Background: an optimization exercise with open tools, aiming at small area, a short achievable clock period and few clock cycles per item. Do not read the settings as production practice. Where RTL was checked, it was by simulation tests only, not by an equivalence proof against the original. For runs 3 to 7, only the layout was checked, not whether the RTL still works. Power figures rest on the tool's default switching activity, not on a simulated workload.

**design.v**
```verilog
module lzw_enc (
    input  wire       clk,
    input  wire       rst,
    input  wire       in_valid,
    output wire       in_ready,
    input  wire [7:0] in_data,
    input  wire       in_last,
    input  wire       in_fc,
    output wire       out_valid,
    input  wire       out_ready,
    output wire [7:0] out_data,
    output wire       out_last
);
    localparam PB = 48;    
    reg        kv, kl, kf;      
    reg  [7:0] kd;
    reg        sv, sl, sf;      
    reg  [7:0] sd;
    assign in_ready = ~sv;
    wire take_in = in_valid & ~sv;
    reg  [8:0] w;       
    reg        wv;      
    reg        tl;      
    reg        fc;      
    reg        pend;    
    reg  [7:0] nx;      
    reg  [8:0] dp [2:127];
    reg  [7:0] db [2:127];
    reg        ev;      
    reg  [8:0] ec;      
    reg        eclr;    
    reg        etl;     
    reg  [PB-1:0]   pb;
    reg  [5:0]      pc;
    reg  [PB/8-1:0] lb;      
    reg             ov;
    assign out_valid = ov;
    assign out_data  = pb[7:0];
    assign out_last  = lb[0];
    wire [5:0] e_room = !ev ? 6'd0 :
                        (eclr & etl) ? 6'd34 :
                        etl ? 6'd25 :
                        eclr ? 6'd18 : 6'd9;
    wire [6:0] fill = {1'b0, pc} + {1'b0, e_room};
    wire stall_s = fill > (pend ? PB - 18 : PB - 9);
    wire stall_t = fill > PB - 34;
    wire tgo   = tl & ~stall_t;                     
    wire go    = kv & (tl ? ~stall_t : ~stall_s);   
    wire [15:0] grp_gt, grp_eq;
    wire [7:0]  pos_gt, pos_eq;
    genvar g;
    generate
        for (g = 0; g < 16; g = g + 1) begin : g_grp
            assign grp_gt[g] = nx[7] | (nx[6:3] > g);
            assign grp_eq[g] = ~nx[7] & (nx[6:3] == g);
        end
        for (g = 0; g < 8; g = g + 1) begin : g_pos
            assign pos_gt[g] = nx[2:0] > g;
            assign pos_eq[g] = nx[2:0] == g;
        end
    endgenerate
    wire [127:0] m;
    assign m[1:0] = 2'b00;
    generate
        for (g = 2; g < 128; g = g + 1) begin : g_ent
            wire vld = grp_gt[g >> 3] | (grp_eq[g >> 3] & pos_gt[g & 7]);
            wire wen = grp_eq[g >> 3] & pos_eq[g & 7];
            assign m[g] = vld && (dp[g] == w) && (db[g] == kd);
            always @(posedge clk)
                if (wen) begin
                    dp[g] <= w;
                    db[g] <= kd;
                end
        end
    endgenerate
    wire hit = |m;
    wire [6:0] hj;
    generate
        for (g = 0; g < 7; g = g + 1) begin : g_enc
            wire [127:0] sel;
            genvar j;
            for (j = 0; j < 128; j = j + 1) begin : g_b
                if (((j >> g) & 1) != 0) begin : g_on
                    assign sel[j] = m[j];
                end else begin : g_off
                    assign sel[j] = 1'b0;
                end
            end
            assign hj[g] = |sel;
        end
    endgenerate
    wire miss = go & wv & ~hit;
    wire [26:0] ebits = {(eclr & etl) ? 9'd257 : 9'd0,
                         eclr ? 9'd256 : (etl ? 9'd257 : 9'd0),
                         ec};
    wire [5:0]  e_n   = !ev ? 6'd0 :
                        (eclr & etl) ? 6'd27 :
                        (eclr | etl) ? 6'd18 : 6'd9;
    wire [PB-1:0] merged = pb | ({{(PB-27){1'b0}}, ebits} << pc);
    wire [6:0]  pc_s  = {1'b0, pc} + {1'b0, e_n};
    wire [6:0]  pc_r  = (ev & etl) ? ((pc_s + 7'd7) & 7'h78) : pc_s;
    wire [2:0]  lastb = pc_r[5:3] - 3'd1;
    wire [PB/8-1:0] lb_m = lb | ((ev & etl) ? ({{(PB/8-1){1'b0}}, 1'b1} << lastb) : {PB/8{1'b0}});
    wire pop = ov & out_ready;
    wire [6:0]  pc_n  = pop ? pc_r - 7'd8 : pc_r;
    always @(posedge clk) begin
        if (rst) begin
            kv   <= 1'b0;
            sv   <= 1'b0;
            wv   <= 1'b0;
            tl   <= 1'b0;
            pend <= 1'b0;
            nx   <= 8'd2;
            ev   <= 1'b0;
            ec   <= 9'd0;
            eclr <= 1'b0;
            etl  <= 1'b0;
            pb   <= {PB{1'b0}};
            pc   <= 6'd0;
            lb   <= {PB/8{1'b0}};
            ov   <= 1'b0;
        end else begin
            if (go || !kv) begin
                if (sv) begin
                    kd <= sd; kl <= sl; kf <= sf;
                    sv <= 1'b0;
                end else begin
                    kd <= in_data; kl <= in_last; kf <= in_fc;
                    kv <= take_in;
                end
            end else if (take_in) begin
                sd <= in_data; sl <= in_last; sf <= in_fc;
                sv <= 1'b1;
            end
            if (go) begin
                if (!wv) begin
                    w    <= {1'b0, kd};
                    fc   <= kf;
                    nx   <= 8'd2;
                    pend <= 1'b0;
                end else if (hit) begin
                    w <= {1'b1, 1'b0, hj};
                end else begin
                    w <= {1'b0, kd};
                    if (pend) begin
                        nx   <= 8'd2;
                        pend <= 1'b0;
                    end else if (!nx[7]) begin
                        nx <= nx + 8'd1;
                        if (nx == 8'd127 && fc)
                            pend <= 1'b1;
                    end
                end
                wv <= ~kl;
            end
            if (go && kl)
                tl <= 1'b1;
            else if (tgo)
                tl <= 1'b0;
            ev   <= miss | tgo;
            ec   <= (miss | tgo) ? w : 9'd0;
            eclr <= (miss | tgo) & pend;
            etl  <= tgo;
            pb <= pop ? (merged >> 8) : merged;
            lb <= pop ? (lb_m >> 1) : lb_m;
            pc <= pc_n[5:0];
            ov <= (pc_n >= 7'd8);
        end
    end
endmodule
```
**flow/run.sh**
```bash
#!/bin/bash
# The standard layout (standard.sh), with repair_timing aiming for a larger setup margin.
set -euo pipefail
sed 's/SETUP_SLACK_MARGIN=[0-9.]*/SETUP_SLACK_MARGIN=7/' standard.sh > standard_margin.sh
bash standard_margin.sh > standard.log 2>&1
```
**standard.sh**
```bash
#!/bin/bash
# synth_recipe.tcl (not shown) runs the flow's synth.tcl, then flattens the netlist and writes it again
# the make line also repeats each setting of config.mk as NAME=value (left out here)
make -C /OpenROAD-flow-scripts/flow DESIGN_CONFIG=/design/flow/config.mk WORK_HOME=/design/flow/orfs CLKGATE_MAP_FILE= SYNTH_SCRIPT=/design/flow/synth_recipe.tcl "${@:-finish}"
```
**config.mk**
```make
export PLATFORM = sky130hd
export DESIGN_NAME = lzw_enc
export DESIGN_NICKNAME = lzw_enc
export VERILOG_FILES = /design/flow/design.v
export SDC_FILE = /design/flow/constraint.sdc
export NUM_CORES = 4
export LEC_CHECK = 0
export ABC_CLOCK_PERIOD_IN_PS = 3000
export CAP_MARGIN = 20
export CORE_MARGIN = 2
export CORE_UTILIZATION = 50
export CTS_BUF_LIST = sky130_fd_sc_hd__clkbuf_16
export CTS_CLUSTER_DIAMETER = 60
export CTS_CLUSTER_SIZE = 30
export SETUP_SLACK_MARGIN = 5
export SLEW_MARGIN = 20
export TNS_END_PERCENT = 10
```
**constraint.sdc**
```tcl
create_clock -name core_clock -period 10.0 [get_ports {clk}]
set_input_delay 2.0000 -clock core_clock [delete_from_list [all_inputs] [get_ports {clk}]]
set_output_delay 2.0000 -clock core_clock [all_outputs]
set_load 0.01 [all_outputs]
```
==> results.txt, run 1 <==
RSZ-0062 raised after global routing=yes; critical path arrival=4.59 ns; Peak VDD IR=0.171 mV; Avg Synthesized Cell Area=14.7 µm²; Via Count=64100; CTS buffer count=160; min Tclk post-route=3.98 ns; Cell variety after synth=86; CTS Buffer Depth=3; CP cell instances=bufbuf_16, and3b_2, nand2_4, buf_4, nor2_1, o211ai_1, buf_4, nand2_1, a211o_1, nor2_1, nor4bb_4, nand3_1, mux2_2; Synth area leader=edfxtp_1; synthesized area=100000 µm²; Worst Path Class, Setup=register to register; Syn-to-layout area delta=19.6%; M1 WL=141 mm; Synth top area share=0.651; status=complete, no violations; Worst Path Buf+Inv=3; chip width=451 µm; Top Metal Used=met5; Worst R2R Path Depth=13; worst hold path class=register to register; Main synth FF type=edfxtp_1; GP Congestion=1.01; slew margin rel.=0.244; Filler cells=15100; top post-synthesis cells by area=edfxtp_1 (65%), xnor2_1 (9.5%), xor2_1 (9.3%); met3 WL=42.4 mm; Layout Nets=7410; fmax=0.252 GHz; vias per std cell=6.30; crit path capture type=register; crit-path max FO=7; PortBufs=24; Overflow after GRT=0; setup skew after layout=0.0474 ns; Leak Pwr=39.4 nW; EDFF count, synth=2172; Syn Inst Count=6834; clock latency on the worst-skew pair=0.88 ns; met2 routed WL=159 mm; Final ANT Viol Nets=0; Clock H-tree levels=4; Total Neg Setup Slack=0 ns; first-pass GRT wire length=486 mm; Worst path max stage delay=0.45 ns; actual slew at the worst max-slew pin=1.13 ns; post-synthesis sequential area ratio=0.669; per-cell routed wire length=35.7 µm; count leader, synth=edfxtp_1; fraction of layout cells with a size suffix above 1=0.184; Clock transition at path regs=0.08 ns; Crit. path cell count=13; GR Util All Layers=0.342; DR pass1 iterations=6; wirelength, routed=363 mm; CTS Sinks=2258; # DRC=0; vias in the first global route=59000; delay-heaviest family, CP=simple AND/OR/NAND/NOR gates; post-synthesis register bit count=2258; CORE AREA=199000 µm²; initial antenna violation count=33; Slew Viols, Final=0; die height=451 µm; Setup WS post-layout=6.02 ns; ys async rst share=0; pre-CTS setup slack=4.47 ns; Final Cycle Share=0.398; CTS tree=done; Max Cap Violations=0; WP data required=10.61 ns; initial cell density of the core=0.502; final hold viol count=0; Post-synth top cells=edfxtp_1 (2172), xnor2_1 (1087), xor2_1 (1068), nor2_1 (329), nor4_1 (307); CP max stage cell=o211ai_1; # setup viols final=0; Startpoint Class=register; initial drt markers=9429; Hold Buf Count CTS=0; root buffer cell=clkbuf_16; DIE AREA=204000 µm²; Worst Hold Path Cells=2; io pins=25; Site Rows=164; Synth warnings=3; largest net degree at the start of global routing=75; pwr dens=166 nW/µm²; HPWL after DPL=172 mm; Mapped Nets=6877
where the power goes:
group          internal (W)  switching, W  total, W  leakage [nW]
sequential           0.0104     0.0000436    0.0105          20.3
combinational      0.000774       0.00132   0.00209          16.3
clock               0.00349       0.00380   0.00730          2.82
total                0.0147       0.00517    0.0199          39.4
flip-flops by register name (all words and copies together) (netlist names), 8 cells and up:
| signal | flops |
|---|---|
| db | 1008 |
| dp | 1134 |
| ec | 9 |
| kd | 8 |
| nx | 8 |
| pb | 48 |
| sd | 8 |
| w | 9 |
metrics by stage:
step           instances  utilization  power (W)  area, µm²  hold WS, ns
3_3_place_gp        9453        0.524     0.0121     104000        0.440
6_report           10200        0.600     0.0199     120000        0.462
3_5_place_dp        9456        0.524     0.0121     104000        0.448
4_1_cts            10000        0.589     0.0197     118000        0.464
2_1_floorplan       6834            -     0.0117     101000        0.400
5_1_grt            10200        0.600     0.0203     120000        0.504
cell type report:
class | count | area [µm²] | share of cell area
multi-input cells | 4199 | 33400 | 0.279
inverters | 28 | 108 | 0.000899
well taps | 2656 | 3320 | 0.0278
clock buffers | 164 | 4100 | 0.0343
diodes | 2 | 5.00 | 0.0000418
flip-flops and latches | 2258 | 67000 | 0.559
clock inverters | 138 | 1710 | 0.0143
repair buffers | 720 | 10100 | 0.0843
timing repair:
item / CTS / global route
cloned: 95 / 24
setup buffers: 157 / 129
setup endpoints to repair: 348 / 149
pin swaps: 76 / 54
resized for setup: 608 / 109
placed cells by master, fill, tap and decap left out, drive strengths merged, types with 26 or more instances in the layout:
| cell type | synthesis | final |
|---|---|---|
| a211oi | 40 | 40 |
| a21oi | 82 | 82 |
| a31oi | 26 | 26 |
| buf | 275 | 599 |
| bufbuf | 0 | 73 |
| clkbuf | 74 | 189 |
| clkinv | 1 | 50 |
| dfxtp | 86 | 86 |
| edfxtp | 2172 | 2172 |
| ha | 27 | 27 |
| inv | 27 | 94 |
| nand2 | 140 | 140 |
| nand3 | 170 | 170 |
| nand4 | 281 | 281 |
| nor2 | 330 | 330 |
| nor3 | 169 | 169 |
| nor4 | 308 | 308 |
| o21ai | 75 | 75 |
| or4 | 29 | 29 |
| xnor2 | 1087 | 1087 |
| xor2 | 1068 | 1068 |
per-layer routing:
metal,vias up,track usage
li1,26300,-
met2,4015,0.514
met4,28,0.150
met1,32800,0.478
met3,913,0.0798
met5,-,0
kinds of logic (layout without fill, tap and decap cells):
family / Yosys count / in the layout / share of synthesized area
AOI/OAI and AO/OA: 378 / 378 / 0.0254
xor gates and xnor gates: 2156 / 2156 / 0.189
adders and majority gates: 29 / 29 / 0.00377
buffers and inverters: 377 / 1050 / 0.0215
DFF: 2258 / 2258 / 0.669
muxes: 34 / 34 / 0.00439
other: 0 / 2 / 0
and+or+nand+nor: 1602 / 1602 / 0.0876
final timing paths:
kind,startpoint,endpoint,slack [ns]
setup / recovery,nx[4],w[1],6.02
hold / removal,pb[45],pb[45],0.46
hold reg to reg,pb[45],pb[45],0.46
setup reg to reg,nx[4],w[1],6.02
worst reg2reg max path, cell delays in order, from the launching register on:
cell and delay, ns:
dfxtp_2 0.39, bufbuf_16 0.29, and3b_2 0.28, nand2_4 0.21, buf_4 0.22, nor2_1 0.05
o211ai_1 0.45, buf_4 0.21, nand2_1 0.10, a211o_1 0.31, nor2_1 0.19, nor4bb_4 0.44
nand3_1 0.26, mux2_2 0.34
Testbench counts, summed over its fixed seeds: cycles 87,734, items 85,491.
==> run 2: changes to the inputs <==
--- a/config.mk
+++ b/config.mk
@@ -6,5 +6,5 @@
 export NUM_CORES = 4
 export LEC_CHECK = 0
-export ABC_CLOCK_PERIOD_IN_PS = 3000
+export ABC_CLOCK_PERIOD_IN_PS = 2000
 export CAP_MARGIN = 20
 export CORE_MARGIN = 2
==> results.txt, run 2 <==
status=complete, no violations (unchanged); Post-synth top cells=edfxtp_1 (2172), xnor2_1 (1087), xor2_1 (1068), nor2_1 (329), nor4_1 (307) (unchanged); CP max stage cell=o211ai_1 (unchanged); PortBufs=24 (unchanged); Synth area leader=edfxtp_1 (unchanged); Final Cycle Share=0.398 (unchanged); register share of total power=0.527 (about the same); Site Rows=164 (unchanged); Psw=0.00517 W (unchanged); critical path arrival=4.59 ns (about the same); Worst Path Class, Setup=register to register (unchanged); HPWL after DPL=172 mm (unchanged); crit path capture type=register (unchanged); CP cell instances=bufbuf_16, and3b_2, nand2_4, buf_4, nor2_1, o211ai_1, buf_4, nand2_1, a211o_1, nor2_1, nor4bb_4, nand3_1, mux2_2 (unchanged); hold wc startpoint=pb[45] (unchanged); GR Util All Layers=0.342 (unchanged); initial drt markers=9429 (unchanged); RSZ-0062 raised after global routing=yes (unchanged); GP Congestion=1.01 (unchanged); Top reg by flops=dp (unchanged); Peak VDD IR=0.171 mV (unchanged); Slew Viols, Final=0 (unchanged); Mapped Nets=6877 (unchanged); DR pass1 iterations=6 (unchanged); setup skew after layout=0.0474 ns (unchanged); Cell variety after synth=86 (unchanged); Syn-to-layout area delta=19.6% (unchanged); initial antenna violation count=33 (unchanged); Clock H-tree levels=4 (unchanged); synthesized area=100000 µm² (unchanged); Overflow after GRT=0 (unchanged); post-synthesis register bit count=2258 (unchanged); # setup viols final=0 (unchanged); Clock transition at path regs=0.08 ns (about the same); DIE AREA=204000 µm² (unchanged); Hold Buf Count CTS=0 (unchanged); Worst Path Buf+Inv=3 (unchanged); Synth top area share=0.651 (unchanged); fraction of layout cells with a size suffix above 1=0.184 (unchanged); EDFF count, synth=2172 (unchanged); per-cell routed wire length=35.7 µm (unchanged); # DRC=0 (unchanged); Logic pwr share=0.105 (about the same); Worst R2R Path Depth=13 (unchanged); commonest non-fill, non-tap cell in the layout=edfxtp_1 (unchanged); delay-heaviest family, CP=simple AND/OR/NAND/NOR gates (unchanged); Crit. path cell count=13 (unchanged); FF-to-FF Start=nx[4] (unchanged); first-pass GRT wire length=486 mm (unchanged); Main synth FF type=edfxtp_1 (unchanged); CTS Sinks=2258 (unchanged); Final ANT Viol Nets=0 (unchanged); flip-flop and latch area=67000 µm² (unchanged); post-synthesis sequential area ratio=0.669 (unchanged); clock latency on the worst-skew pair=0.88 ns (about the same); slew margin rel.=0.244 (unchanged); CTS tree=done (unchanged); Total Neg Setup Slack=0 ns (unchanged); max reg flops=1134 (unchanged); worst hold path class=register to register (unchanged); Synth warnings=3 (unchanged); r2r setup slk=6.02 ns (about the same); ys async rst share=0 (unchanged); io pins=25 (unchanged); chip width=451 µm (unchanged); Worst Hold Path Cells=2 (unchanged); Layout Nets=7410 (unchanged); Hold Path Sink=pb[45] (unchanged); Filler cells=15100 (unchanged); WP data required=10.61 ns (about the same); root buffer cell=clkbuf_16 (unchanged); Via Count=64100 (unchanged); count leader, synth=edfxtp_1 (unchanged); Startpoint Class=register (unchanged); actual slew at the worst max-slew pin=1.13 ns (unchanged); pwr dens=166 nW/µm² (unchanged); CTS buffer count=160 (unchanged); wirelength, routed=363 mm (unchanged); vias in the first global route=59000 (unchanged); internal power=0.0147 W (unchanged); multi-input logic area=33400 µm² (unchanged); final hold viol count=0 (unchanged); CTS Buffer Depth=3 (unchanged); clock share of power=0.367 (about the same); final core occ=0.600 (unchanged); commonest non-fill, non-tap cells in the layout=edfxtp_1 (2172), xnor2_1 (1079), xor2_1 (1059), buf_4 (429), nor2_1 (307) (unchanged); R2R Path End=w[1] (unchanged); fmax=0.252 GHz (unchanged); Avg Synthesized Cell Area=14.7 µm² (unchanged); Worst path max stage delay=0.45 ns (about the same); Leak Pwr=39.4 nW (unchanged); crit-path max FO=7 (unchanged); Max Cap Violations=0 (unchanged); CORE AREA=199000 µm² (unchanged); min Tclk post-route=3.98 ns (unchanged); pre-CTS setup slack=4.47 ns (unchanged); largest net degree at the start of global routing=75 (unchanged); die height=451 µm (unchanged); vias per std cell=6.30 (unchanged); Switching Share=0.260 (unchanged); Setup WS post-layout=6.02 ns (unchanged); top post-synthesis cells by area=edfxtp_1 (65%), xnor2_1 (9.5%), xor2_1 (9.3%) (unchanged); Syn Inst Count=6834 (unchanged); initial cell density of the core=0.502 (unchanged); registers with the most flip-flops=dp: 1134 flops, db: 1008 flops, pb: 48 flops (unchanged)
-- run 2: layout make-up --
class | count | share of cell area
flip-flops and latches | 2258 | 0.559
multi-input cells | 4199 | 0.279
repair buffers | 720 | 0.0843
clock buffers | 164 | 0.0343
well taps | 2656 | 0.0278
clock inverters | 138 | 0.0143
inverters | 28 | 0.000899
diodes | 2 | 0.0000418
-- run 2: tightest hold or removal path: stages (launching register included) --
cell      delay [ns]
dfxtp_1         0.31
a211oi_1        0.05
nor2_1          0.07
-- run 2: worst max-delay path by stage --
stage               startpoint        to  slack (ns)
floorplan                 w[0]      w[3]        5.21
global placement         kd[1]     ec[8]        4.45
detailed placement       kd[1]      w[3]        4.47
CTS                         sv  in_ready        6.06
global route              eclr      pend        5.87
finish                   nx[4]      w[1]        6.02
-- run 2: timing repair --
action                     in CTS  in global routing
pin swaps                      76                 54
setup endpoints to repair     348                149
setup buffers                 157                129
cloned                         95                 24
resized for setup             608                109
-- run 2: through the flow --
step | hold slack [ns] | cells | power, W | area [µm²]
after floorplan | 0.400 | 6834 | 0.0117 | 101000
after global placement | 0.440 | 9453 | 0.0121 | 104000
after detailed placement | 0.448 | 9456 | 0.0121 | 104000
after CTS | 0.464 | 10000 | 0.0197 | 118000
after global routing | 0.504 | 10200 | 0.0203 | 120000
final | 0.462 | 10200 | 0.0199 | 120000
-- run 2: kinds of logic after synthesis --
group,Yosys count,synth area share
AND/OR/NAND/NOR,1602,0.0876
multiplexers,34,0.00439
XOR/XNOR,2156,0.189
AO/OA/AOI/OAI,378,0.0254
buffers and inverters,377,0.0215
flip-flops,2258,0.669
adder cells (fa/ha/maj),29,0.00377
-- run 2: power by group through the flow --
stage | combinational (W) | clock (W) | sequential (W)
global placement | 0.00141 | 0 | 0.0107
finish | 0.00209 | 0.00730 | 0.0105
CTS | 0.00190 | 0.00736 | 0.0105
detailed placement | 0.00142 | 0 | 0.0107
floorplan | 0.000936 | 0 | 0.0108
global route | 0.00217 | 0.00769 | 0.0105
-- run 2: metal layers --
metal | wire, µm | up-vias | global-route usage | share of wire
met5 | 217 | - | 0 | 0.00060
met4 | 20000 | 28 | 0.150 | 0.055
met3 | 42400 | 913 | 0.0798 | 0.12
met2 | 159000 | 4015 | 0.514 | 0.44
met1 | 141000 | 32800 | 0.478 | 0.39
li1 | - | 26300 | - | -
==> run 3: changes to the inputs <==
--- a/design.v
+++ b/design.v
@@ -17,6 +17,7 @@
     reg        sv, sl, sf;      
     reg  [7:0] sd;
-    assign in_ready = ~sv;
-    wire take_in = in_valid & ~sv;
+    reg        irdy;            
+    assign in_ready = irdy;
+    wire take_in = in_valid & irdy;
     reg  [8:0] w;       
     reg        wv;      
@@ -108,4 +109,5 @@
             kv   <= 1'b0;
             sv   <= 1'b0;
+            irdy <= 1'b1;
             wv   <= 1'b0;
             tl   <= 1'b0;
@@ -125,4 +127,5 @@
                     kd <= sd; kl <= sl; kf <= sf;
                     sv <= 1'b0;
+                    irdy <= 1'b1;
                 end else begin
                     kd <= in_data; kl <= in_last; kf <= in_fc;
@@ -132,4 +135,5 @@
                 sd <= in_data; sl <= in_last; sf <= in_fc;
                 sv <= 1'b1;
+                irdy <= 1'b0;
             end
             if (go) begin
--- a/config.mk
+++ b/config.mk
@@ -6,5 +6,5 @@
 export NUM_CORES = 4
 export LEC_CHECK = 0
-export ABC_CLOCK_PERIOD_IN_PS = 2000
+export ABC_CLOCK_PERIOD_IN_PS = 3000
 export CAP_MARGIN = 20
 export CORE_MARGIN = 2
==> results.txt, run 3 <==
top post-synthesis cells by area=edfxtp_1 (65%), xor2_1 (10%), xnor2_1 (8.9%) (was edfxtp_1 (65%), xnor2_1 (9.5%), xor2_1 (9.3%)); io pins=25 (unchanged); CTS Sinks=2259 (was 2258); DR pass1 iterations=6 (unchanged); status=complete, no violations (unchanged); CTS Buffer Depth=3 (unchanged); Worst Path Class, Setup=register to register (unchanged); post-synthesis register bit count=2259 (was 2258); slew margin rel.=0.196 (was 0.244); r2r setup slk=5.86 ns (was 6.02 ns); Max Cap Violations=0 (unchanged); Main synth FF type=edfxtp_1 (unchanged); Via Count=63600 (was 64100); initial cell density of the core=0.502 (about the same); Synth top area share=0.651 (about the same); Psw=0.00490 W (was 0.00517 W); Cell variety after synth=93 (was 86); Clock H-tree levels=4 (unchanged); max reg flops=1134 (unchanged); min Tclk post-route=4.14 ns (was 3.98 ns); DIE AREA=204000 µm² (about the same); fraction of layout cells with a size suffix above 1=0.184 (about the same); # setup viols final=0 (unchanged); actual slew at the worst max-slew pin=1.18 ns (was 1.13 ns); Worst Hold Path Cells=0 (was 2); RSZ-0062 raised after global routing=yes (unchanged); crit-path max FO=13 (was 7); Overflow after GRT=0 (unchanged); internal power=0.0146 W (was 0.0147 W); first-pass GRT wire length=487 mm (was 486 mm); Leak Pwr=39.8 nW (was 39.4 nW); Synth warnings=3 (unchanged); R2R Path End=nx[6] (was w[1]); Logic pwr share=0.088 (was 0.105); EDFF count, synth=2172 (unchanged); WP data required=10.73 ns (was 10.61 ns); commonest non-fill, non-tap cell in the layout=edfxtp_1 (unchanged); registers with the most flip-flops=dp: 1134 flops, db: 1008 flops, pb: 48 flops (unchanged); Worst R2R Path Depth=11 (was 13); critical path arrival=4.87 ns (was 4.59 ns); GR Util All Layers=0.343 (was 0.342); Peak VDD IR=0.176 mV (was 0.171 mV); synthesized area=100000 µm² (about the same); Top reg by flops=dp (unchanged); Startpoint Class=register (unchanged); HPWL after DPL=173 mm (was 172 mm); initial antenna violation count=22 (was 33); vias per std cell=6.24 (was 6.30); largest net degree at the start of global routing=70 (was 75); vias in the first global route=59100 (was 59000); fmax=0.241 GHz (was 0.252 GHz); root buffer cell=clkbuf_16 (unchanged); clock share of power=0.377 (was 0.367); final core occ=0.600 (about the same); Final ANT Viol Nets=0 (unchanged); Hold Buf Count CTS=0 (unchanged); commonest non-fill, non-tap cells in the layout=edfxtp_1 (2172), xor2_1 (1132), xnor2_1 (1009), buf_4 (440), nor2_1 (309) (was edfxtp_1 (2172), xnor2_1 (1079), xor2_1 (1059), buf_4 (429), nor2_1 (307)); Hold Path Sink=fc (was pb[45]); Switching Share=0.252 (was 0.260); Total Neg Setup Slack=0 ns (unchanged); Slew Viols, Final=0 (unchanged); Layout Nets=7428 (was 7410); worst hold path class=register to register (unchanged); count leader, synth=edfxtp_1 (unchanged); Synth area leader=edfxtp_1 (unchanged); CTS tree=done (unchanged); clock latency on the worst-skew pair=0.88 ns (about the same); GP Congestion=1.02 (was 1.01); Filler cells=15200 (was 15100); CORE AREA=199000 µm² (unchanged); Mapped Nets=6862 (was 6877); Site Rows=164 (unchanged); final hold viol count=0 (unchanged); Pwr Total=0.0194 W (was 0.0199 W); chip width=451 µm (about the same); Final Cycle Share=0.414 (was 0.398); per-cell routed wire length=35.0 µm (was 35.7 µm); Syn Inst Count=6819 (was 6834); hold wc startpoint=kf (was pb[45]); initial drt markers=9182 (was 9429); die height=451 µm (about the same); FF-to-FF Start=nx[0] (was nx[4]); CTS buffer count=165 (was 160); pwr dens=162 nW/µm² (was 166 nW/µm²); # DRC=0 (unchanged); setup skew after layout=0.0379 ns (was 0.0474 ns); Clock transition at path regs=0.07 ns (was 0.08 ns); Syn-to-layout area delta=19.6% (about the same); PortBufs=24 (unchanged); crit path capture type=register (unchanged); Avg Synthesized Cell Area=14.7 µm² (about the same); ys async rst share=0 (unchanged); wirelength, routed=357 mm (was 363 mm); Post-synth top cells=edfxtp_1 (2172), xor2_1 (1143), xnor2_1 (1012), nor2_1 (321), nand4_1 (297) (was edfxtp_1 (2172), xnor2_1 (1087), xor2_1 (1068), nor2_1 (329), nor4_1 (307)); post-synthesis sequential area ratio=0.669 (about the same); register share of total power=0.536 (was 0.527)
==> run 3: how the worst max path moves through the flow <==
stage	from	cells after the start	endpoint
global placement	kd[2]	12	nx[1]
floorplan	w[8]	13	nx[5]
CTS	kd[0]	13	nx[6]
finish	nx[0]	11	nx[6]
detailed placement	kd[6]	11	nx[1]
global route	etl	21	nx[3]
==> run 3: logic make-up (layout without fill, tap and decap cells) <==
family,after synthesis,count (layout),synth area share
buf+inv,378,1086,0.0227
other cells,0,6,0
simple gates,1557,1557,0.0837
mux,31,31,0.00345
fa+ha+maj,29,29,0.00377
xor+xnor,2156,2156,0.189
flops,2259,2259,0.669
compound gates,409,410,0.0288
==> run 3: final cells by class <==
cell class / instances / area, µm² / area share
clock buffer: 169 / 4230 / 0.0353
multi-input combinational: 4183 / 33100 / 0.276
inverter: 35 / 141 / 0.00118
antenna: 6 / 15.0 / 0.000125
timing repair buffer: 741 / 10300 / 0.0862
clock inverter: 141 / 1630 / 0.0136
sequential: 2259 / 67000 / 0.560
tap: 2656 / 3320 / 0.0278
==> run 3: worst max-delay path: stages (launching register included) <==
cell and delay [ns]:
dfxtp_4 0.38, buf_4 0.15, o21ai_2 0.34, buf_4 0.45, a2111oi_0 0.32, a31oi_4 0.40
nand4_1 0.42, or4_4 0.71, nor4_4 0.24, buf_4 0.20, a311o_1 0.30, a21oi_1 0.07
==> run 3: layer usage <==
metal / share of wire / up-vias / track usage
met5: 0.00085 / - / 0
met2: 0.44 / 3851 / 0.511
met3: 0.11 / 906 / 0.0815
met4: 0.062 / 26 / 0.170
met1: 0.39 / 32500 / 0.475
li1: - / 26300 / -
==> run 3: power groups by stage <==
| stage | Clock (W) | Combinational, W | Sequential, W |
|---|---|---|---|
| finish | 0.00732 | 0.00171 | 0.0104 |
| global route | 0.00771 | 0.00178 | 0.0104 |
| CTS | 0.00738 | 0.00161 | 0.0104 |
| detailed placement | 0 | 0.00114 | 0.0106 |
| global placement | 0 | 0.00113 | 0.0106 |
| floorplan | 0 | 0.000776 | 0.0107 |
==> run 3: timing repair <==
action | 4_1_cts | 5_1_grt
cloned | 94 | 6
pin swaps | 74 | 62
setup endpoints to repair | 455 | 118
setup buffers | 277 | 46
gates resized for setup | 557 | 138
==> run 3: metrics by stage <==
step | setup slack, ns | cells | hold WS, ns | instance area, µm²
after detailed placement | 3.85 | 9451 | 0.427 | 104000
after global routing | 5.77 | 10200 | 0.470 | 120000
after CTS | 5.90 | 10100 | 0.462 | 118000
after global placement | 3.89 | 9446 | 0.415 | 104000
after floorplan | 5.15 | 6819 | 0.400 | 100000
final | 5.86 | 10200 | 0.462 | 120000
==> run 4: changes to the inputs <==
--- a/design.v
+++ b/design.v
@@ -17,7 +17,6 @@
     reg        sv, sl, sf;      
     reg  [7:0] sd;
-    reg        irdy;            
-    assign in_ready = irdy;
-    wire take_in = in_valid & irdy;
+    assign in_ready = ~sv;
+    wire take_in = in_valid & ~sv;
     reg  [8:0] w;       
     reg        wv;      
@@ -91,4 +90,22 @@
         end
     endgenerate
+    wire [6:0] hj0;
+    generate
+        for (g = 0; g < 7; g = g + 1) begin : g_enc0
+            wire [127:0] sel;
+            genvar j;
+            for (j = 0; j < 128; j = j + 1) begin : g_b
+                if (((j >> g) & 1) == 0) begin : g_on
+                    assign sel[j] = m[j];
+                end else begin : g_off
+                    assign sel[j] = 1'b0;
+                end
+            end
+            assign hj0[g] = |sel;
+        end
+    endgenerate
+    wire [8:0] w_nx = {wv & (hj[1] | hj0[1]),
+                       kd[7] & ~(wv & (hj[0] | hj0[0])),
+                       (wv ? hj : 7'd0) | (kd[6:0] & ~(wv ? hj0 : 7'd0))};
     wire miss = go & wv & ~hit;
     wire [26:0] ebits = {(eclr & etl) ? 9'd257 : 9'd0,
@@ -109,5 +126,4 @@
             kv   <= 1'b0;
             sv   <= 1'b0;
-            irdy <= 1'b1;
             wv   <= 1'b0;
             tl   <= 1'b0;
@@ -127,5 +143,4 @@
                     kd <= sd; kl <= sl; kf <= sf;
                     sv <= 1'b0;
-                    irdy <= 1'b1;
                 end else begin
                     kd <= in_data; kl <= in_last; kf <= in_fc;
@@ -135,16 +150,13 @@
                 sd <= in_data; sl <= in_last; sf <= in_fc;
                 sv <= 1'b1;
-                irdy <= 1'b0;
             end
+            if (go)
+                w <= w_nx;
             if (go) begin
                 if (!wv) begin
-                    w    <= {1'b0, kd};
                     fc   <= kf;
                     nx   <= 8'd2;
                     pend <= 1'b0;
-                end else if (hit) begin
-                    w <= {1'b1, 1'b0, hj};
-                end else begin
-                    w <= {1'b0, kd};
+                end else if (!hit) begin
                     if (pend) begin
                         nx   <= 8'd2;
==> results.txt, run 4 <==
status=complete, no violations (unchanged); chip width=451 µm (about the same); crit-path max FO=6 (was 13); Clock transition at path regs=0.07 ns (about the same); pre-CTS setup slack=4.56 ns (was 3.85 ns); CTS Sinks=2258 (was 2259); hold wc startpoint=lb[5] (was kf); internal power=0.0146 W (about the same); top post-synthesis cells by area=edfxtp_1 (65%), xor2_1 (9.7%), xnor2_1 (9.2%) (was edfxtp_1 (65%), xor2_1 (10%), xnor2_1 (8.9%)); Via Count=59500 (was 63600); Worst Path Buf+Inv=3 (unchanged); max reg flops=1134 (unchanged); clock share of power=0.374 (was 0.377); Cell variety after synth=93 (unchanged); Max Cap Violations=0 (unchanged); Synth area leader=edfxtp_1 (unchanged); initial cell density of the core=0.502 (about the same); CTS Buffer Depth=3 (unchanged); Overflow after GRT=0 (unchanged); delay-heaviest family, CP=simple AND/OR/NAND/NOR gates (was compound AO/OA/AOI/OAI gates); largest net degree at the start of global routing=94 (was 70); Worst Hold Margin=0.461 ns (was 0.462 ns); Final ANT Viol Nets=0 (unchanged); Switching Share=0.253 (was 0.252); WP data required=10.77 ns (was 10.73 ns); worst hold path class=register to register (unchanged); Clock H-tree levels=4 (unchanged); Synth top area share=0.652 (was 0.651); root buffer cell=clkbuf_16 (unchanged); per-cell routed wire length=33.2 µm (was 35.0 µm); Syn-to-layout area delta=14.4% (was 19.6%); wirelength, routed=325 mm (was 357 mm); final core occ=0.574 (was 0.600); post-synthesis register bit count=2258 (was 2259); CORE AREA=199000 µm² (unchanged); CTS tree=done (unchanged); DIE AREA=204000 µm² (about the same); Worst Path Class, Setup=register to register (unchanged); cell area after placement=103000 µm² (was 104000 µm²); HPWL after DPL=160 mm (was 173 mm); R2R Path End=ec[6] (was nx[6]); fraction of layout cells with a size suffix above 1=0.149 (was 0.184); initial antenna violation count=18 (was 22); Layout Nets=7041 (was 7428); ys async rst share=0 (unchanged); fmax=0.227 GHz (was 0.241 GHz); Total Neg Setup Slack=0 ns (unchanged); count leader, synth=edfxtp_1 (unchanged); Main synth FF type=edfxtp_1 (unchanged); Mapped Nets=6692 (was 6862); Worst Hold Path Cells=2 (was 0); Setup WS post-layout=5.59 ns (was 5.86 ns); PortBufs=24 (unchanged); vias in the first global route=56000 (was 59100); Post-synth top cells=edfxtp_1 (2172), xor2_1 (1107), xnor2_1 (1048), nor4_1 (289), nor2_1 (286) (was edfxtp_1 (2172), xor2_1 (1143), xnor2_1 (1012), nor2_1 (321), nand4_1 (297)); Site Rows=164 (unchanged); commonest non-fill, non-tap cells in the layout=edfxtp_1 (2172), xor2_1 (1104), xnor2_1 (1042), buf_4 (314), nor2_1 (275) (was edfxtp_1 (2172), xor2_1 (1132), xnor2_1 (1009), buf_4 (440), nor2_1 (309)); crit path capture type=register (unchanged); Avg Synthesized Cell Area=15.1 µm² (was 14.7 µm²); synthesized area=100000 µm² (about the same); Worst path max stage delay=0.43 ns (was 0.71 ns); GR Util All Layers=0.316 (was 0.343); EDFF count, synth=2172 (unchanged); Leak Pwr=37.4 nW (was 39.8 nW); clock latency on the worst-skew pair=0.86 ns (was 0.88 ns); # setup viols final=0 (unchanged); Synth warnings=3 (unchanged); Design Area, Final=115000 µm² (was 120000 µm²); CTS buffer count=164 (was 165); Hold Path Sink=lb[5] (was fc); first-pass GRT wire length=451 mm (was 487 mm); Slew Viols, Final=0 (unchanged); vias per std cell=6.07 (was 6.24); register share of total power=0.536 (about the same); Peak VDD IR=0.179 mV (was 0.176 mV); FF-to-FF Start=etl (was nx[0]); r2r setup slk=5.59 ns (was 5.86 ns); commonest non-fill, non-tap cell in the layout=edfxtp_1 (unchanged); min Tclk post-route=4.41 ns (was 4.14 ns); setup skew after layout=0.0360 ns (was 0.0379 ns); # DRC=0 (unchanged); DR pass1 iterations=6 (unchanged); pwr dens=170 nW/µm² (was 162 nW/µm²); Worst R2R Path Depth=19 (was 11); RSZ-0062 raised after global routing=yes (unchanged); registers with the most flip-flops=dp: 1134 flops, db: 1008 flops, pb: 48 flops (unchanged); Logic pwr share=0.090 (was 0.088); die height=451 µm (about the same); slew margin rel.=0.296 (was 0.196); Final Cycle Share=0.441 (was 0.414); Startpoint Class=register (unchanged); CP cell instances=inv_4, ha_1, nor3b_2, ha_2, fa_2, a31oi_4, xnor2_2, ha_1, nand4_1, o221a_2, o32a_1, nor3_4, nand2_2, or2_4, or4_4, o32ai_4, buf_12, buf_12, and2_4 (was buf_4, o21ai_2, buf_4, a2111oi_0, a31oi_4, nand4_1, or4_4, nor4_4, buf_4, a311o_1, a21oi_1); final hold viol count=0 (unchanged); Top reg by flops=dp (unchanged); initial drt markers=7780 (was 9182); Psw=0.00494 W (was 0.00490 W); critical path arrival=5.18 ns (was 4.87 ns); Syn Inst Count=6649 (was 6819); GP Congestion=0.985 (was 1.02); CP max stage cell=or4_4 (unchanged); actual slew at the worst max-slew pin=1.06 ns (was 1.18 ns); io pins=25 (unchanged); post-synthesis sequential area ratio=0.669 (about the same)
[run 4: worst max path at each step]
stage / cells after the start / slack [ns] / from / to
2_1_floorplan: 13 / 5.30 / w[0] / w[5]
3_3_place_gp: 11 / 4.63 / nx[7] / ec[3]
3_5_place_dp: 11 / 4.56 / nx[7] / ec[6]
4_1_cts: 19 / 5.48 / etl / ec[6]
5_1_grt: 19 / 5.43 / etl / ec[2]
6_report: 19 / 5.59 / etl / ec[6]
[run 4: what timing repair did]
| action | CTS | global route |
|---|---|---|
| resized for setup | 342 | 70 |
| endpoints found under the setup margin | 214 | 187 |
| gates cloned | 61 | 1 |
| pin swaps | 56 | 39 |
| hold buffers | 0 | 0 |
| setup buffers | 128 | 23 |
[run 4: routing by layer]
metal  GRT usage  routed length [µm]  share of wire
met5           0                  41        0.00013
met3      0.0556               29700          0.091
met4       0.103               12200          0.038
met1       0.458              137000           0.42
met2       0.485              147000           0.45
[run 4: kinds of logic (layout without fill, tap and decap cells)]
| logic type | count (synthesis) | count (layout) | synth area share |
|---|---|---|---|
| AOI/OAI and AO/OA | 344 | 344 | 0.0230 |
| xor gates and xnor gates | 2156 | 2156 | 0.189 |
| adders and majority gates | 29 | 29 | 0.00377 |
| buffers and inverters | 373 | 862 | 0.0327 |
| DFF | 2258 | 2258 | 0.669 |
| muxes | 34 | 34 | 0.00410 |
| other | 0 | 3 | 0 |
| and+or+nand+nor | 1455 | 1455 | 0.0789 |
[run 4: metrics by stage]
stage | instances | power (W)
floorplan | 6649 | 0.0117
global placement | 9270 | 0.0120
detailed placement | 9274 | 0.0120
CTS | 9769 | 0.0195
global route | 9796 | 0.0200
finish | 9797 | 0.0195
[run 4: power by group through the flow]
stage | clock [W] | sequential, W | combinational, W
after floorplan | 0 | 0.0107 | 0.000937
after global placement | 0 | 0.0107 | 0.00129
after detailed placement | 0 | 0.0107 | 0.00131
after CTS | 0.00737 | 0.0104 | 0.00168
after global routing | 0.00772 | 0.0105 | 0.00184
final | 0.00729 | 0.0104 | 0.00176
[run 4: layout make-up]
cell class / instances / area [µm²]
tap: 2656 / 3320
antenna: 3 / 7.51
clock buffer: 168 / 4200
inverter: 32 / 125
timing repair buffer: 524 / 7020
fill: 15600 / 84900
multi-input combinational: 4018 / 31300
clock inverter: 138 / 1630
sequential: 2258 / 67000
[run 4: worst register-to-register path: cells and delay by family, from the launching register on]
kind / cells / cell delay (ns)
buffers and inverters: 3 / 0.36
XOR/XNOR: 1 / 0.17
AND/OR/NAND/NOR: 7 / 1.64
AO/OA/AOI/OAI: 4 / 0.83
flip-flops: 1 / 0.39
adder cells (fa/ha/maj): 4 / 0.96
==> run 5: changes to the inputs <==
--- a/design.v
+++ b/design.v
@@ -109,5 +109,6 @@
                        (wv ? hj : 7'd0) | (kd[6:0] & ~(wv ? hj0 : 7'd0))};
     wire miss = go & wv & ~hit;
-    wire [26:0] ebits = {(eclr & etl) ? 9'd257 : 9'd0,
+    wire [26:0] ebits = !ev ? 27'd0 :
+                        {(eclr & etl) ? 9'd257 : 9'd0,
                          eclr ? 9'd256 : (etl ? 9'd257 : 9'd0),
                          ec};
@@ -131,6 +132,4 @@
             nx   <= 8'd2;
             ev   <= 1'b0;
-            ec   <= 9'd0;
-            eclr <= 1'b0;
             etl  <= 1'b0;
             pb   <= {PB{1'b0}};
@@ -139,4 +138,5 @@
             ov   <= 1'b0;
         end else begin
+            ec <= w;
             if (go || !kv) begin
                 if (sv) begin
@@ -175,6 +175,5 @@
                 tl <= 1'b0;
             ev   <= miss | tgo;
-            ec   <= (miss | tgo) ? w : 9'd0;
-            eclr <= (miss | tgo) & pend;
+            eclr <= pend;
             etl  <= tgo;
             pb <= pop ? (merged >> 8) : merged;
==> results.txt, run 5 <==
status=complete, no violations (unchanged); actual slew at the worst max-slew pin=1.18 ns (was 1.06 ns); Overflow after GRT=0 (unchanged); GP Congestion=1.03 (was 0.985); Layout Nets=7502 (was 7041); Main synth FF type=edfxtp_1 (unchanged); commonest non-fill, non-tap cell in the layout=edfxtp_1 (unchanged); Worst Hold Margin=0.461 ns (about the same); Slew Viols, Final=0 (unchanged); Peak VDD IR=0.190 mV (was 0.179 mV); HPWL after DPL=181 mm (was 160 mm); die height=452 µm (was 451 µm); per-cell routed wire length=35.6 µm (was 33.2 µm); EDFF count, synth=2182 (was 2172); met1 GRT Util=0.491 (was 0.458); CP most frequent cell=or4_4; Post-synth top cells=edfxtp_1 (2182), xnor2_1 (1100), xor2_1 (1057), nor2_1 (336), nand4_1 (317) (was edfxtp_1 (2172), xor2_1 (1107), xnor2_1 (1048), nor4_1 (289), nor2_1 (286)); initial cell density of the core=0.503 (was 0.502); final hold viol count=0 (unchanged); clock latency on the worst-skew pair=0.90 ns (was 0.86 ns); crit path capture type=register (unchanged); slew margin rel.=0.214 (was 0.296); RSZ-0062 raised after global routing=yes (unchanged); post-synthesis sequential area ratio=0.668 (was 0.669); io pins=25 (unchanged); pre-CTS setup slack=4.96 ns (was 4.56 ns); CTS Buffer Depth=3 (unchanged); DIE AREA=204000 µm² (about the same); critical path arrival=4.94 ns (was 5.18 ns); largest family of logic cells by synthesized area=XOR/XNOR gates (unchanged); Worst Path Class, Setup=register to register (unchanged); fraction of layout cells with a size suffix above 1=0.186 (was 0.149); PortBufs=24 (unchanged); clock share of power=0.362 (was 0.374); Cell variety after synth=76 (was 93); CTS tree=done (unchanged); Setup WS post-layout=5.85 ns (was 5.59 ns); Syn Inst Count=6945 (was 6649); # DRC=0 (unchanged); adder-cell share of the synthesized area=0.00376 (was 0.00377); CTS buffer count=163 (was 164); Worst R2R Path Depth=12 (was 19); Clock H-tree levels=4 (unchanged); Final ANT Viol Nets=0 (unchanged); Compound-Gate Fraction of Synth Area=0.0261 (was 0.0230); DR pass1 iterations=8 (was 6); Synth warnings=3 (unchanged); vias per std cell=6.24 (was 6.07); Leak Pwr=39.8 nW (was 37.4 nW); Startpoint Class=register (unchanged); Max Cap Violations=0 (unchanged); first-pass GRT wire length=495 mm (was 451 mm); WP data required=10.79 ns (was 10.77 ns); cell area after placement=105000 µm² (was 103000 µm²); met2 Use GR=0.528 (was 0.485); Hold Buf Count CTS=0 (unchanged); largest net degree at the start of global routing=57 (was 94); Design Area, Final=120000 µm² (was 115000 µm²); count leader, synth=edfxtp_1 (unchanged); Final Non-Filler Cells=10300 (was 9797); Psw=0.00528 W (was 0.00494 W); Final Cycle Share=0.415 (was 0.441); synthesized area=100000 µm² (about the same); chip width=452 µm (was 451 µm); registers with the most flip-flops=dp: 1134 flops, db: 1008 flops, pb: 48 flops (unchanged); Worst path max stage delay=0.50 ns (was 0.43 ns); Synth top area share=0.653 (was 0.652); Cells after DPL=9570 (was 9274); met3 Track Usage GR=0.0656 (was 0.0556); fmax=0.241 GHz (was 0.227 GHz); CP cell instances=buf_12, buf_16, xnor2_1, nand4_1, nor3_1, buf_4, or4_4, or3b_4, or4_4, or3_4, or4_1, o211ai_1 (was inv_4, ha_1, nor3b_2, ha_2, fa_2, a31oi_4, xnor2_2, ha_1, nand4_1, o221a_2, o32a_1, nor3_4, nand2_2, or2_4, or4_4, o32ai_4, buf_12, buf_12, and2_4); Site Rows=164 (unchanged); Synth area leader=edfxtp_1 (unchanged); initial drt markers=8564 (was 7780); CTS Sinks=2258 (unchanged); pwr dens=168 nW/µm² (was 170 nW/µm²); top post-synthesis cells by area=edfxtp_1 (65%), xnor2_1 (9.6%), xor2_1 (9.2%) (was edfxtp_1 (65%), xor2_1 (9.7%), xnor2_1 (9.2%)); register share of total power=0.522 (was 0.536); Mapped Nets=6988 (was 6692); post-synthesis simple-gate area fraction=0.0908 (was 0.0789); worst hold path class=register to register (unchanged); Switching Share=0.262 (was 0.253); Syn-to-layout area delta=19.5% (was 14.4%); commonest non-fill, non-tap cells in the layout=edfxtp_1 (2182), xnor2_1 (1087), xor2_1 (1053), buf_4 (419), nand4_1 (317) (was edfxtp_1 (2172), xor2_1 (1104), xnor2_1 (1042), buf_4 (314), nor2_1 (275)); CORE AREA=200000 µm² (was 199000 µm²); root buffer cell=clkbuf_16 (unchanged); wirelength, routed=365 mm (was 325 mm); post-synthesis mux area share=0.00310 (was 0.00410); internal power=0.0149 W (was 0.0146 W); max reg flops=1134 (unchanged); Logic pwr share=0.116 (was 0.090); post-synthesis register bit count=2258 (unchanged); Worst Hold Path Cells=2 (unchanged); vias in the first global route=59700 (was 56000); crit-path max FO=22 (was 6); setup skew after layout=0.0554 ns (was 0.0360 ns); Clock transition at path regs=0.08 ns (was 0.07 ns); post-synthesis xor/xnor area fraction=0.188 (was 0.189); # setup viols final=0 (unchanged); Total Neg Setup Slack=0 ns (unchanged); Avg Synthesized Cell Area=14.5 µm² (was 15.1 µm²); GR Util All Layers=0.350 (was 0.316); GRT Max-Usage Layer=met2 (unchanged); Top reg by flops=dp (unchanged); Via Count=64000 (was 59500); initial antenna violation count=22 (was 18); CP max stage cell=or4_4 (unchanged); ys async rst share=0 (unchanged); min Tclk post-route=4.15 ns (was 4.41 ns)
[run 5: cell types whose count changed after synthesis, sizes merged, moves of 12 or more]
cell | before | now
nand3 | 153 | 180
buf | 279 | 262
or4 | 24 | 47
or3 | 12 | 24
and3 | 10 | 26
nand2 | 147 | 163
nand4b | 6 | 18
nor3 | 145 | 189
xor2 | 1107 | 1057
nor4 | 293 | 274
nor2 | 289 | 336
clkbuf | 62 | 91
nand4 | 249 | 317
xnor2 | 1048 | 1100
[run 5: area by class of cell]
cell class                      count  area (µm²)
Sequential cell                  2258       67100
Fill cell                       15200       79700
Timing Repair Buffer              701        9740
Multi-Input combinational cell   4300       33800
Clock buffer                      164        4100
Tap cell                         2656        3320
Antenna cell                        7        17.5
Clock inverter                    137        1730
Inverter                           35         141
[run 5: critical path, delay by kind of cell, from the launching register on]
| family | cells | cell delay, ns |
|---|---|---|
| AND/OR/NAND/NOR | 7 | 2.61 |
| buffers and inverters | 3 | 0.70 |
| flip-flops | 1 | 0.38 |
| AO/OA/AOI/OAI | 1 | 0.18 |
| XOR/XNOR | 1 | 0.12 |
[run 5: power by group through the flow]
| stage | registers [W] | logic, W | clock network, W |
|---|---|---|---|
| floorplan | 0.0108 | 0.00112 | 0 |
| global placement | 0.0108 | 0.00164 | 0 |
| detailed placement | 0.0108 | 0.00165 | 0 |
| CTS | 0.0105 | 0.00224 | 0.00738 |
| global route | 0.0106 | 0.00243 | 0.00770 |
| finish | 0.0105 | 0.00234 | 0.00730 |
[run 5: per-stage QoR]
stage / utilization / power [W]
final: 0.601 / 0.0202
after global routing: 0.601 / 0.0207
after CTS: 0.592 / 0.0202
after detailed placement: 0.526 / 0.0124
after global placement: 0.525 / 0.0124
after floorplan: - / 0.0120
[run 5: cells by family after synthesis]
family	after synthesis
and+or+nand+nor	1688
muxes	27
AOI/OAI and AO/OA	397
xor gates and xnor gates	2158
adders and majority gates	29
buffers and inverters	388
DFF	2258
[run 5: final timing paths]
kind | from | to | slack (ns)
worst max-delay path | w[4] | nx[2] | 5.85
worst min-delay path | lb[5] | lb[5] | 0.46
worst max register to register | w[4] | nx[2] | 5.85
worst min register to register | lb[5] | lb[5] | 0.46
[run 5: repair_timing]
item                       CTS  global route
gates resized for setup    615           171
setup endpoints to repair  741           217
setup buffers              191            82
pin swaps                   77            71
gates cloned                95            12
[run 5: per-layer routing]
layer | vias up | part of all wire
met1 | 32900 | 0.40
met5 | - | 0.00021
met2 | 3669 | 0.44
met3 | 854 | 0.10
li1 | 26600 | -
met4 | 12 | 0.058
==> run 6: changes to the inputs <==
--- a/design.v
+++ b/design.v
@@ -17,6 +17,7 @@
     reg        sv, sl, sf;      
     reg  [7:0] sd;
-    assign in_ready = ~sv;
-    wire take_in = in_valid & ~sv;
+    reg        irdy;            
+    assign in_ready = irdy;
+    wire take_in = in_valid & irdy;
     reg  [8:0] w;       
     reg        wv;      
@@ -127,4 +128,5 @@
             kv   <= 1'b0;
             sv   <= 1'b0;
+            irdy <= 1'b1;
             wv   <= 1'b0;
             tl   <= 1'b0;
@@ -143,4 +145,5 @@
                     kd <= sd; kl <= sl; kf <= sf;
                     sv <= 1'b0;
+                    irdy <= 1'b1;
                 end else begin
                     kd <= in_data; kl <= in_last; kf <= in_fc;
@@ -150,4 +153,5 @@
                 sd <= in_data; sl <= in_last; sf <= in_fc;
                 sv <= 1'b1;
+                irdy <= 1'b0;
             end
             if (go)
==> results.txt, run 6 <==
status=complete, no violations (unchanged); Peak VDD IR=0.185 mV (was 0.190 mV); first-pass GRT wire length=467 mm (was 495 mm); DIE AREA=203000 µm² (was 204000 µm²); initial drt markers=8872 (was 8564); max reg flops=1134 (unchanged); CTS Buffer Depth=3 (unchanged); Syn Inst Count=6675 (was 6945); Site Rows=163 (was 164); min Tclk post-route=4.17 ns (was 4.15 ns); Pwr Total=0.0196 W (was 0.0202 W); EDFF count, synth=2182 (unchanged); Synth area leader=edfxtp_1 (unchanged); Switching Share=0.256 (was 0.262); GP Congestion=0.984 (was 1.03); CP most frequent cell=buf_4 (was or4_4); Filler cells=15200 (about the same); post-synthesis register bit count=2259 (was 2258); setup skew after layout=0.0398 ns (was 0.0554 ns); Leak Pwr=37.9 nW (was 39.8 nW); pwr dens=170 nW/µm² (was 168 nW/µm²); Final ANT Viol Nets=0 (unchanged); commonest non-fill, non-tap cells in the layout=edfxtp_1 (2182), xnor2_1 (1120), xor2_1 (1031), buf_4 (327), nor2_1 (282) (was edfxtp_1 (2182), xnor2_1 (1087), xor2_1 (1053), buf_4 (419), nand4_1 (317)); DR pass1 iterations=5 (was 8); register share of total power=0.534 (was 0.522); clock latency on the worst-skew pair=0.87 ns (was 0.90 ns); internal power=0.0146 W (was 0.0149 W); RSZ-0062 raised after global routing=yes (unchanged); vias in the first global route=56700 (was 59700); Syn-to-layout area delta=16.1% (was 19.5%); ys async rst share=0 (unchanged); clock share of power=0.357 (was 0.362); largest net degree at the start of global routing=99 (was 57); Design Area, Final=116000 µm² (was 120000 µm²); fraction of layout cells with a size suffix above 1=0.151 (was 0.186); chip width=450 µm (was 452 µm); CTS tree=done (unchanged); Total Neg Setup Slack=0 ns (unchanged); CTS Sinks=2259 (was 2258); cell area after placement=103000 µm² (was 105000 µm²); Final Cycle Share=0.417 (was 0.415); Startpoint Class=register (unchanged); Main synth FF type=edfxtp_1 (unchanged); commonest non-fill, non-tap cell in the layout=edfxtp_1 (unchanged); initial cell density of the core=0.503 (about the same); Worst path max stage delay=0.52 ns (was 0.50 ns); synthesized area=99500 µm² (was 100000 µm²); io pins=25 (unchanged); Post-synth top cells=edfxtp_1 (2182), xnor2_1 (1122), xor2_1 (1032), nor2_1 (292), nor4_1 (283) (was edfxtp_1 (2182), xnor2_1 (1100), xor2_1 (1057), nor2_1 (336), nand4_1 (317)); Cell variety after synth=94 (was 76); Clock H-tree levels=4 (unchanged); HPWL after DPL=161 mm (was 181 mm); post-synthesis sequential area ratio=0.674 (was 0.668); WP data required=10.76 ns (was 10.79 ns); Max Cap Violations=0 (unchanged); Logic pwr share=0.109 (was 0.116); Psw=0.00502 W (was 0.00528 W); vias per std cell=6.15 (was 6.24); root buffer cell=clkbuf_16 (unchanged); Hold Buf Count CTS=0 (unchanged); Overflow after GRT=0 (unchanged); Avg Synthesized Cell Area=14.9 µm² (was 14.5 µm²); slew margin rel.=0.239 (was 0.214); Top reg by flops=dp (unchanged); actual slew at the worst max-slew pin=1.14 ns (was 1.18 ns); CP max stage cell=or4_4 (unchanged); CORE AREA=198000 µm² (was 200000 µm²); Synth warnings=3 (unchanged); Worst Path Class, Setup=register to register (unchanged); Clock transition at path regs=0.07 ns (was 0.08 ns); crit path capture type=register (unchanged); initial antenna violation count=17 (was 22); crit-path max FO=15 (was 22); Synth top area share=0.659 (was 0.653); # DRC=0 (unchanged); critical path arrival=4.93 ns (was 4.94 ns); Layout Nets=7101 (was 7502); CP cell instances=buf_4, or4_1, buf_4, a21oi_2, nand4b_1, buf_12, nand4_1, buf_4, or4_4, nor4_4, nand4_4, or4_4, a221oi_2 (was buf_12, buf_16, xnor2_1, nand4_1, nor3_1, buf_4, or4_4, or3b_4, or4_4, or3_4, or4_1, o211ai_1); top post-synthesis cells by area=edfxtp_1 (66%), xnor2_1 (9.9%), xor2_1 (9.1%) (was edfxtp_1 (65%), xnor2_1 (9.6%), xor2_1 (9.2%)); GR Util All Layers=0.331 (was 0.350); Worst Hold Margin=0.463 ns (was 0.461 ns); registers with the most flip-flops=dp: 1134 flops, db: 1008 flops, pb: 48 flops (unchanged); final hold viol count=0 (unchanged); # setup viols final=0 (unchanged); wirelength, routed=338 mm (was 365 mm); Slew Viols, Final=0 (unchanged); worst hold path class=register to register (unchanged); Via Count=60500 (was 64000); Mapped Nets=6718 (was 6988); fmax=0.240 GHz (was 0.241 GHz); per-cell routed wire length=34.4 µm (was 35.6 µm); die height=450 µm (was 452 µm); CTS buffer count=160 (was 163); PortBufs=24 (unchanged); final core occ=0.585 (was 0.601); count leader, synth=edfxtp_1 (unchanged)
-- run 6: metal layers --
| metal | up-vias | GRT usage | wire (µm) |
|---|---|---|---|
| met3 | 632 | 0.0623 | 34300 |
| met2 | 3189 | 0.499 | 150000 |
| met4 | 8 | 0.122 | 14200 |
| li1 | 25300 | - | - |
| met1 | 31400 | 0.479 | 139000 |
| met5 | - | 0 | 51 |
-- run 6: cell families after synthesis --
logic type,count (synthesis),share of synthesized area
flip-flops,2259,0.674
XOR/XNOR,2155,0.190
AND/OR/NAND/NOR,1464,0.0796
AO/OA/AOI/OAI,371,0.0251
buffers and inverters,368,0.0244
multiplexers,29,0.00312
adder cells (fa/ha/maj),29,0.00380
-- run 6: worst max-delay path: cells and delay by family (launching register included) --
family                 cells  cell delay (ns)
buffers and inverters      4             0.81
AO/OA/AOI/OAI              2             0.47
flip-flops                 1             0.41
AND/OR/NAND/NOR            7             2.39
-- run 6: what timing repair did --
action,CTS,global route
pin swaps,54,9
hold endpoints to repair,0,0
resized for setup,485,18
cloned,91,0
setup buffers,140,13
setup endpoints to repair,286,165
-- run 6: cell type report --
cell class,count,area (µm²),share of cell area
inverters,31,116,0.00101
repair buffers,558,8010,0.0693
diodes,2,5.00,0.0000433
well taps,2640,3300,0.0286
clock buffers,164,4100,0.0355
multi-input cells,4048,31500,0.273
flip-flops and latches,2259,67100,0.581
clock inverters,128,1410,0.0122
-- run 6: power groups by stage --
stage / Clock, W / Sequential, W / Combinational [W]
after global routing: 0.00743 / 0.0105 / 0.00223
final: 0.00701 / 0.0105 / 0.00213
after CTS: 0.00709 / 0.0105 / 0.00209
after global placement: 0 / 0.0107 / 0.00152
after floorplan: 0 / 0.0108 / 0.00104
after detailed placement: 0 / 0.0107 / 0.00154
-- run 6: final timing paths --
kind,from,end,slack [ns],cells past startpoint
hold / removal,lb[5],lb[5],0.46,2
setup / recovery,nx[6],nx[7],5.83,13
setup reg to reg,nx[6],nx[7],5.83,13
hold reg to reg,lb[5],lb[5],0.46,2
-- run 6: stage by stage --
stage | setup WS [ns] | instances
2_1_floorplan | 5.26 | 6675
3_3_place_gp | 4.35 | 9291
3_5_place_dp | 4.36 | 9292
4_1_cts | 5.97 | 9815
5_1_grt | 5.63 | 9828
6_report | 5.83 | 9830
==> run 7: changes to the inputs <==
--- a/config.mk
+++ b/config.mk
@@ -15,3 +15,3 @@
 export SETUP_SLACK_MARGIN = 5
 export SLEW_MARGIN = 20
-export TNS_END_PERCENT = 10
+export TNS_END_PERCENT = 3
==> results.txt, run 7 <==
status=complete, no violations (unchanged); hold wc startpoint=pb[43] (was lb[5]); R2R Path End=w[6] (was nx[7]); wirelength, routed=324 mm (was 338 mm); registers with the most flip-flops=dp: 1134 flops, db: 1008 flops, pb: 48 flops (unchanged); FF-to-FF Start=nx[1] (was nx[6]); fmax=0.235 GHz (was 0.240 GHz); GR Util All Layers=0.317 (was 0.331); PortBufs=24 (unchanged); commonest non-fill, non-tap cell in the layout=edfxtp_1 (unchanged); Max Cap Violations=0 (unchanged); min Tclk post-route=4.26 ns (was 4.17 ns); Main synth FF type=edfxtp_1 (unchanged); Worst path max stage delay=0.56 ns (was 0.52 ns); Layout Nets=7051 (was 7101); CP max stage cell=or4bb_4 (was or4_4); final hold viol count=0 (unchanged); worst hold path class=register to register (unchanged); # DRC=0 (unchanged); largest net degree at the start of global routing=91 (was 99); Overflow after GRT=0 (unchanged); chip width=450 µm (unchanged); Post-synth top cells=edfxtp_1 (2182), xnor2_1 (1122), xor2_1 (1032), nor2_1 (292), nor4_1 (283) (unchanged); Synth warnings=3 (unchanged); CTS Buffer Depth=3 (unchanged); Avg Synthesized Cell Area=14.9 µm² (unchanged); actual slew at the worst max-slew pin=1.18 ns (was 1.14 ns); WP data required=10.61 ns (was 10.76 ns); vias in the first global route=55900 (was 56700); Setup WS post-layout=5.74 ns (was 5.83 ns); Worst Path Buf+Inv=1 (was 4); HPWL after DPL=160 mm (was 161 mm); setup skew after layout=0.0547 ns (was 0.0398 ns); Clock H-tree levels=4 (unchanged); CTS tree=done (unchanged); Via Count=59600 (was 60500); synthesized area=99500 µm² (unchanged); pwr dens=171 nW/µm² (was 170 nW/µm²); post-synthesis register bit count=2259 (unchanged); DR pass1 iterations=5 (unchanged); Startpoint Class=register (unchanged); initial cell density of the core=0.503 (unchanged); Worst Path Class, Setup=register to register (unchanged); die height=450 µm (unchanged); Pwr Total=0.0196 W (about the same); RSZ-0062 raised after global routing=yes (unchanged); fraction of layout cells with a size suffix above 1=0.140 (was 0.151); root buffer cell=clkbuf_16 (unchanged); Hold Path Sink=pb[43] (was lb[5]); GP Congestion=0.990 (was 0.984); CTS buffer count=162 (was 160); CP cell instances=inv_1, ha_2, nor2b_1, nand2_1, nand4_1, nor4_2, nor2_2, or4bb_4, nor4_1, or4b_1, a21o_1 (was buf_4, or4_1, buf_4, a21oi_2, nand4b_1, buf_12, nand4_1, buf_4, or4_4, nor4_4, nand4_4, or4_4, a221oi_2); Syn-to-layout area delta=15.1% (was 16.1%); clock latency on the worst-skew pair=0.85 ns (was 0.87 ns); Slew Viols, Final=0 (unchanged); Worst Hold Path Cells=2 (unchanged); Synth top area share=0.659 (unchanged); CTS Sinks=2259 (unchanged); io pins=25 (unchanged); pre-CTS setup slack=4.56 ns (was 4.36 ns); Clock transition at path regs=0.08 ns (was 0.07 ns); initial drt markers=7755 (was 8872); Filler cells=15300 (was 15200); max reg flops=1134 (unchanged); critical path arrival=4.87 ns (was 4.93 ns); Top reg by flops=dp (unchanged); # setup viols final=0 (unchanged); crit path capture type=register (unchanged); Final Cycle Share=0.426 (was 0.417); Site Rows=163 (unchanged); CORE AREA=198000 µm² (unchanged); Cell variety after synth=94 (unchanged); ys async rst share=0 (unchanged); Peak VDD IR=0.176 mV (was 0.185 mV); Syn Inst Count=6675 (unchanged); delay-heaviest family, CP=simple AND/OR/NAND/NOR gates (unchanged); first-pass GRT wire length=451 mm (was 467 mm); EDFF count, synth=2182 (unchanged); Total Neg Setup Slack=0 ns (unchanged); Worst R2R Path Depth=11 (was 13); r2r setup slk=5.74 ns (was 5.83 ns); initial antenna violation count=26 (was 17); top post-synthesis cells by area=edfxtp_1 (66%), xnor2_1 (9.9%), xor2_1 (9.1%) (unchanged); commonest non-fill, non-tap cells in the layout=edfxtp_1 (2182), xnor2_1 (1118), xor2_1 (1031), buf_4 (291), nor2_1 (282) (was edfxtp_1 (2182), xnor2_1 (1120), xor2_1 (1031), buf_4 (327), nor2_1 (282)); crit-path max FO=11 (was 15); Mapped Nets=6718 (unchanged); post-synthesis sequential area ratio=0.674 (unchanged); Leak Pwr=37.3 nW (was 37.9 nW); slew margin rel.=0.208 (was 0.239); vias per std cell=6.09 (was 6.15); per-cell routed wire length=33.1 µm (was 34.4 µm); Final ANT Viol Nets=0 (unchanged); count leader, synth=edfxtp_1 (unchanged); flip-flop and latch area=67100 µm² (about the same); Synth area leader=edfxtp_1 (unchanged); multi-input logic area=31200 µm² (was 31500 µm²); DIE AREA=203000 µm² (unchanged)
[run 7: cell counts after synthesis]
Identical to the previous run, type by type.
[run 7: timing repair]
| item | in CTS | in global routing |
|---|---|---|
| hold buffers | 0 | 0 |
| pin swaps | 30 | 17 |
| resized for setup | 353 | 43 |
| setup buffers | 102 | 13 |
| cloned | 71 | 0 |
| setup endpoints to repair | 362 | 84 |
[run 7: kinds of logic after synthesis]
kind of cell,share of synthesized area
and+or+nand+nor,0.0796
AOI/OAI and AO/OA,0.0251
buffers and inverters,0.0244
xor gates and xnor gates,0.190
DFF,0.674
muxes,0.00312
adders and majority gates,0.00380
[run 7: tightest hold or removal path, cell delays in order, from the launching register on]
cell	delay, ns
dfxtp_1	0.31
a221oi_1	0.05
nor2_1	0.07
[run 7: where the power goes]
group / switching [W] / total [W] / internal [W]
clock: 0.00373 / 0.00710 / 0.00338
sequential: 0.0000392 / 0.0105 / 0.0104
combinational: 0.00129 / 0.00204 / 0.000749
total: 0.00505 / 0.0196 / 0.0146
[run 7: how the worst max path moves through the flow]
stage                     start    end  slack [ns]  depth (start not counted)
after floorplan            w[8]  nx[7]        5.26                         13
after global placement       ev     ev        4.58                         15
after detailed placement     ev     ev        4.56                         15
after CTS                  eclr  nx[7]        5.93                         16
after global routing       eclr  nx[5]        5.75                         20
final                     nx[1]   w[6]        5.74                         11
[run 7: layer usage]
metal	GRT usage	vias to the layer above	wire, µm
met2	0.478	2879	145000
met1	0.452	31000	135000
met4	0.117	14	13500
met3	0.0675	606	30400
li1	-	25200	-
met5	0	-	91
[run 7: per-stage QoR]
stage	cell area, µm²	util	std cells	hold slack (ns)
after floorplan	99800	-	6675	0.400
after global placement	103000	0.524	9295	0.442
after detailed placement	104000	0.524	9298	0.452
after CTS	114000	0.578	9774	0.471
after global routing	115000	0.579	9789	0.493
final	115000	0.579	9795	0.469
[run 7: area by class of cell]
type                            count  area share
Antenna cell                        8    0.000175
Clock buffer                      166      0.0363
Clock inverter                    137      0.0132
Inverter                           31     0.00105
Multi-Input combinational cell   4048       0.273
Sequential cell                  2259       0.586
Tap cell                         2640      0.0288
Timing Repair Buffer              506      0.0622

-- afterwards: timing with drivers on the ports --
The results above use ideal ports. As a check the final layouts listed here were re-extracted and re-timed, cells and wires unchanged. Step 1: set_driving_cell puts a clkbuf_16 on clk and a buf_2 on each other input, an assumption about the parent block. Step 2 times the ports against the registers' clock, not the clock port: input delays grow and output delays shrink by t, the midpoint of the rising clock arrivals with the driver on. a / b / c = ideal / step 1 / step 2; a / b = the first two.
run	t (ns)	setup slack, ns	latest minus earliest clock arrival (ns)	worst slew at a driven data input, ns	pins driven straight from the clock port
run 1	0.943	6.025 / 6.025 / 5.934	0.055 / 0.054	0.04	1
run 2	0.943	6.025 / 6.025 / 5.934	0.055 / 0.054	0.04	1
run 3	0.951	5.856 / 5.856 / 5.856	0.040 / 0.040	0.04	1
run 4	0.924	5.590 / 5.590 / 5.590	0.043 / 0.043	0.04	1
run 5	0.961	5.850 / 5.850 / 5.850	0.059 / 0.059	0.04	1
run 6	0.948	5.826 / 5.826 / 5.826	0.046 / 0.047	0.05	1
run 7	0.926	5.740 / 5.740 / 5.740	0.055 / 0.056	0.06	1
After both steps setup and hold are still met in every run listed.
